This design comes from an exercise in tuning for small area, a short achievable clock period and few clock cycles per item on the open sky130 flow, not from production work. Function was checked by simulation only, so behaviour that the tests miss may differ from the original. Power is estimated from default activity; no workload was simulated.

## run.sh

```bash
#!/bin/bash
# synth_recipe.tcl (not shown) runs the flow's synth.tcl, then flattens the netlist and writes it again
# the make line also repeats each setting of config.mk as NAME=value (left out here)
make -C /OpenROAD-flow-scripts/flow DESIGN_CONFIG=/design/flow/config.mk WORK_HOME=/design/flow/orfs CLKGATE_MAP_FILE= SYNTH_SCRIPT=/design/flow/synth_recipe.tcl finish
```

## config.mk

```make
export PLATFORM = sky130hd
export DESIGN_NAME = eq32
export DESIGN_NICKNAME = eq32
export VERILOG_FILES = /design/flow/design.v
export SDC_FILE = /design/flow/constraint.sdc
export NUM_CORES = 4
export LEC_CHECK = 0
export CAP_MARGIN = 20
export CORE_MARGIN = 2
export CORE_UTILIZATION = 40
export SLEW_MARGIN = 20
```

## constraint.sdc

```tcl
create_clock -name core_clock -period 14.0 [get_ports {clk}]
set_input_delay 2.8000 -clock core_clock [delete_from_list [all_inputs] [get_ports {clk}]]
set_output_delay 2.8000 -clock core_clock [all_outputs]
set_load 0.01 [all_outputs]
```

## design.v

```verilog
module eq32 (
    input  wire               clk,
    input  wire               rst,
    input  wire               in_valid,
    output wire               in_ready,
    input  wire signed [9:0]  in_code,
    output reg                out_valid,
    output reg  signed [15:0] out_y,
    output reg                out_sat,
    input  wire               ctrl_we,
    input  wire               ctrl_bank,
    input  wire               ctrl_bypass,
    input  wire               coef_we,
    input  wire               coef_bank,
    input  wire [4:0]         coef_idx,
    input  wire [19:0]        coef_data
);
    localparam integer NTAPS = 32;
    localparam integer ACCW  = 36;
    reg [19:0] coef_a [0:NTAPS-1];
    reg [19:0] coef_b [0:NTAPS-1];
    reg        bank;
    reg        bypass;
    reg signed [9:0] hist [0:NTAPS-1];
    reg              busy;
    reg [4:0]        tap;
    reg signed [ACCW-1:0] acc;
    assign in_ready = !busy;
    wire accept = in_valid && in_ready;
    wire signed [19:0] h_k  = bank ? coef_b[tap] : coef_a[tap];
    wire signed [29:0] prod = h_k * hist[tap];
    wire signed [ACCW-1:0] acc_next = acc + {{(ACCW-30){prod[29]}}, prod};
    wire signed [ACCW-1:0] rnd_bias = acc_next[ACCW-1] ? 36'sd2047 : 36'sd2048;
    wire signed [ACCW-1:0] rnd_sum  = acc_next + rnd_bias;
    wire signed [ACCW-13:0] q       = rnd_sum[ACCW-1:12];
    wire q_hi  = (q > 24'sd32767);
    wire q_lo  = (q < -24'sd32768);
    wire signed [15:0] q_sat = q_hi ? 16'sh7FFF : q_lo ? 16'sh8000 : q[15:0];
    integer i;
    always @(posedge clk) begin
        if (rst) begin
            for (i = 0; i < NTAPS; i = i + 1) begin
                coef_a[i] <= (i == 16) ? 20'h40000 : 20'h00000;
                coef_b[i] <= (i == 16) ? 20'h40000 : 20'h00000;
            end
            bank   <= 1'b0;
            bypass <= 1'b0;
        end else begin
            if (coef_we) begin
                if (coef_bank)
                    coef_b[coef_idx] <= coef_data;
                else
                    coef_a[coef_idx] <= coef_data;
            end
            if (ctrl_we) begin
                bank   <= ctrl_bank;
                bypass <= ctrl_bypass;
            end
        end
    end
    always @(posedge clk) begin
        if (rst) begin
            for (i = 0; i < NTAPS; i = i + 1)
                hist[i] <= 10'sd0;
        end else if (accept) begin
            hist[0] <= in_code;
            for (i = 1; i < NTAPS; i = i + 1)
                hist[i] <= hist[i-1];
        end
    end
    always @(posedge clk) begin
        if (rst) begin
            busy      <= 1'b0;
            tap       <= 5'd0;
            acc       <= {ACCW{1'b0}};
            out_valid <= 1'b0;
            out_y     <= 16'sd0;
            out_sat   <= 1'b0;
        end else begin
            out_valid <= 1'b0;
            if (accept) begin
                busy <= 1'b1;
                tap  <= 5'd0;
                acc  <= {ACCW{1'b0}};
            end else if (busy) begin
                acc <= acc_next;
                tap <= tap + 5'd1;
                if (tap == NTAPS - 1) begin
                    busy      <= 1'b0;
                    out_valid <= 1'b1;
                    if (bypass) begin
                        out_y   <= {hist[16], 6'b000000};
                        out_sat <= 1'b0;
                    end else begin
                        out_y   <= q_sat;
                        out_sat <= q_hi || q_lo;
                    end
                end
            end
        end
    end
endmodule
```

==> impl_metrics.toml <==
[outcome]
status = "complete, no violations"

[logic_synthesis]
synth_top_area_share_pct = 46.0
synth_commonest_cells = "1369 x and2_1, 1280 x edfxtp_1, 822 x nand2_1"
synth_seq_area_share_pct = 55.3
yosysWarnings = 2
syn-mean-instance-area_um2 = 12.5
synthArstFlopShare_pct = 0
synth_cells = 6690
synthesis.area_um2 = 83500
synth_area_leaders = "edfxtp_1 46%, mux4_2 11%, and2_1 10%"
synth-edff-count = 1280
synth.most_common_cell = "and2_1"
synth_nets = 7019
ys_ff_latch = 1667
ys.flop_type = "edfxtp_1"
synth_top_cell_by_area = "edfxtp_1"
synth_cell_types = 99

[layout]
final_nets = 6920
area.sequential_um2 = 46200
final_cell_area_um2 = 93100
area_growth_pct = 11.5
final_layout_size_suffix_gt1_share_pct = 15.5
multi_input_area_um2 = 34500
final_core_util_pct = 44.9
num-fill-cells = 18700

[timing]
setup_tns_ns = 0
period_needed_ns = 13.23
post-route-period-util_pct = 94.5
max_slew_margin_pct = 20.2
hold_violations = 0
clock_skew_ns = 0.0801
tightest_slew_ns = 1.20
setup_violations = 0
rsz0062_at_grt = "false"
slew_viol_final = 0
fmax_mhz = 75.6

[power]
p_int_mw = 11.8
switching_share_pct = 42.0
p_sw_mw = 8.56
p_leak_nw = 32.4
p_seq_share_pct = 27.6
irDropWorstVdd_v = 0.000480
clkPwrFrac_pct = 22.9
pwr-share-comb_pct = 49.5
power_density_nw_per_um2 = 219

[hold_path]
hold_path.class = "register to register"
hp-start = "out_y[14]"

[critical_path]
reg2reg_to = "out_y[11]"
worst_ep_arrival_time_ns = 13.91
cpMostUsedCell = "fa_1"
path_delay_family = "compound AO/OA/AOI/OAI gates"
start_kind = "register"
crit_buf_inv = 7
rr_worst_depth = 41
crit_path_end = "out_y[11]"
end_kind = "register"
critPathMaxFanout = 16
crit_cells = 41
path_class = "register to register"
worst_path_max_delay_cell = "fa_1"
slowest_delay_ns = 0.76
r2r_slack_ns = 0.77
required_ns = 14.68

[clock_tree]
cts_htree_levels = 4
post_cts_hold_buffer_count = 0
numCtsBuffers = 176
cts_buffer_depth = 3
cts_tree = "done"
cts_root_buffer = "clkbuf_16"
clk_latency_ns = 0.85
clkTransAtPathRegs_ns = 0.06
clock_sinks = 1667

[global_routing]
antenna_found_initial = 5
grt_pass1_vias = 52900
grt_usage_pct = 22.4
grt_overflow = 0
grt_max_degree = 232
grt_pass1_wl_um = 354000

[place]
gp_congestion = 0.902
dp.final_hpwl_um = 153000
place_area_um2 = 87200
numPortBuffers = 61

[floorplanning]
die-area_um2 = 212000
die_w_um = 461
die_h_um = 461
placementRows = 167
io_pins = 62
core_um2 = 207000
start_util_pct = 40.3

[drt]
drt_iter0_drc = 5818
drc = 0
finalWirelength_um = 239000
vias_per_cell = 5.55
firstDrtPassIters = 8
postRouteAntennaNets = 0
wl_per_cell_um = 25.1
vias = 52800

[run]
maxCapViolations = 0
==> kinds of logic after synthesis <==
logic type / count (synthesis) / synth area share [%]
compound gates: 759 / 5.90
flops: 1667 / 55.3
fa+ha+maj: 286 / 5.84
buf+inv: 771 / 3.49
mux: 449 / 11.7
simple gates: 2691 / 17.0
xor+xnor: 67 / 0.728
==> metrics by stage <==
stage / cells / setup WS, ns / hold slack, ns / power, mW
4_1_cts: 9515 / 0.518 / 0.450 / 20.3
5_1_grt: 9523 / 0.0235 / 0.467 / 21.6
3_5_place_dp: 9194 / 0.580 / 0.448 / 15.7
2_1_floorplan: 6690 / 2.15 / 0.436 / 12.9
3_3_place_gp: 9193 / 0.899 / 0.443 / 15.6
6_report: 9525 / 0.766 / 0.455 / 20.4
==> worst reg2reg max path, delay by kind of cell, from the launching register on <==
kind	cells	cell delay [ns]
simple gates	4	1.03
fa+ha+maj	8	3.86
xor+xnor	1	0.31
buf+inv	7	0.93
mux	3	1.95
flops	1	0.45
compound gates	18	4.58
==> power by group through the flow <==
stage               combinational (mW)  clock [mW]  sequential [mW]
CTS                               9.98        4.73             5.62
global route                      11.0        4.92             5.64
finish                            10.1        4.67             5.62
detailed placement                9.94           0             5.73
floorplan                         7.26           0             5.68
global placement                  9.86           0             5.71
==> timing repair <==
| action | 4_1_cts | 5_1_grt |
|---|---|---|
| gates resized for setup | 0 | 19 |
| buffers inserted | 0 | 7 |
| endpoints found under the setup margin | 0 | 16 |
==> flip-flops by register name, summed over array words and instances (netlist names), named ones only <==
signal     cells
bypass         1
bank           1
hist         320
out_y         16
out_sat        1
out_valid      1
coef_a       640
busy           1
coef_b       640
acc           36
tap            5
==> cell usage in the layout, fill, tap and decap left out, types with 24 or more instances in the layout <==
cell | netlist | layout
fa_1 | 173 | 173
a22oi_1 | 61 | 61
dfxtp_1 | 387 | 381
inv_1 | 227 | 227
clkbuf_1 | 467 | 36
nand3_1 | 41 | 41
and2_1 | 1369 | 1369
xnor2_1 | 46 | 46
a22o_1 | 41 | 41
a221oi_1 | 42 | 42
a21oi_1 | 398 | 393
clkinv_1 | 1 | 30
mux2i_1 | 28 | 28
edfxtp_1 | 1280 | 1280
clkinv_2 | 0 | 27
clkbuf_16 | 0 | 180
mux4_2 | 420 | 420
nor2_2 | 0 | 24
clkdlybuf4s50_1 | 0 | 40
nor2_1 | 223 | 199
o21ai_0 | 36 | 36
nand2_1 | 822 | 821
nand4_1 | 31 | 31
or2_2 | 68 | 68
nor3_1 | 40 | 39
buf_4 | 1 | 186
ha_1 | 113 | 112
==> routing by layer <==
metal / up-vias / GRT usage, % / part of all wire, %
met5: - / 0 / 0.0054
met4: 2 / 6.78 / 3.1
met3: 369 / 3.14 / 6.5
met2: 1931 / 36.9 / 48
met1: 27100 / 30.8 / 42
li1: 23500 / - / -
==> cell type report <==
class / count / share of cell area [%]
Inverter: 229 / 0.924
Antenna cell: 3 / 0.00807
Tap cell: 2788 / 3.75
Sequential cell: 1667 / 49.6
Multi-Input combinational cell: 4252 / 37.1
Clock inverter: 89 / 0.955
Clock buffer: 232 / 5.21
Timing Repair Buffer: 265 / 2.44
==> worst min path at each step <==
stage,end,slack [ns],cells after the start
after global routing,out_y[9],0.47,2
after global placement,hist[31][2],0.44,2
after CTS,hist[31][2],0.45,2
final,out_y[14],0.45,2
after detailed placement,hist[31][4],0.45,2
after floorplan,hist[31][1],0.44,2
Testbench counts, summed over its fixed seeds: cycles 270,344, items 8,192.

==> static timing again, ports no longer ideal <==
In the flow no input, the clock included, has a driving cell. The finished layout below was timed again as built, in two steps.
Step 1 sets driving cells, clkbuf_16 on the clock port and buf_2 on the other inputs (assumed; they add their load-dependent delay and slew).
Step 2 moves the port delays by t, midway between the first and last clock arrival at a register: inputs arrive t later, outputs are due t later. That takes back most of the time a late clock gives input paths.
Slacks: ideal / step 1 / step 2; pairs: ideal / step 1.
t, ns: 0.897
slack for setup (ns): 0.766 / 0.766 / 0.766
hold WS [ns]: 0.455 / 0.455 / 0.455
clock arrival spread, ns: 0.080 / 0.080
worst data-port slew with drivers (ns): 0.07
After both steps setup and hold are still met in this run. The setup slack of this run moves by 0.000 ns with the drivers and by 0.000 ns with both steps.
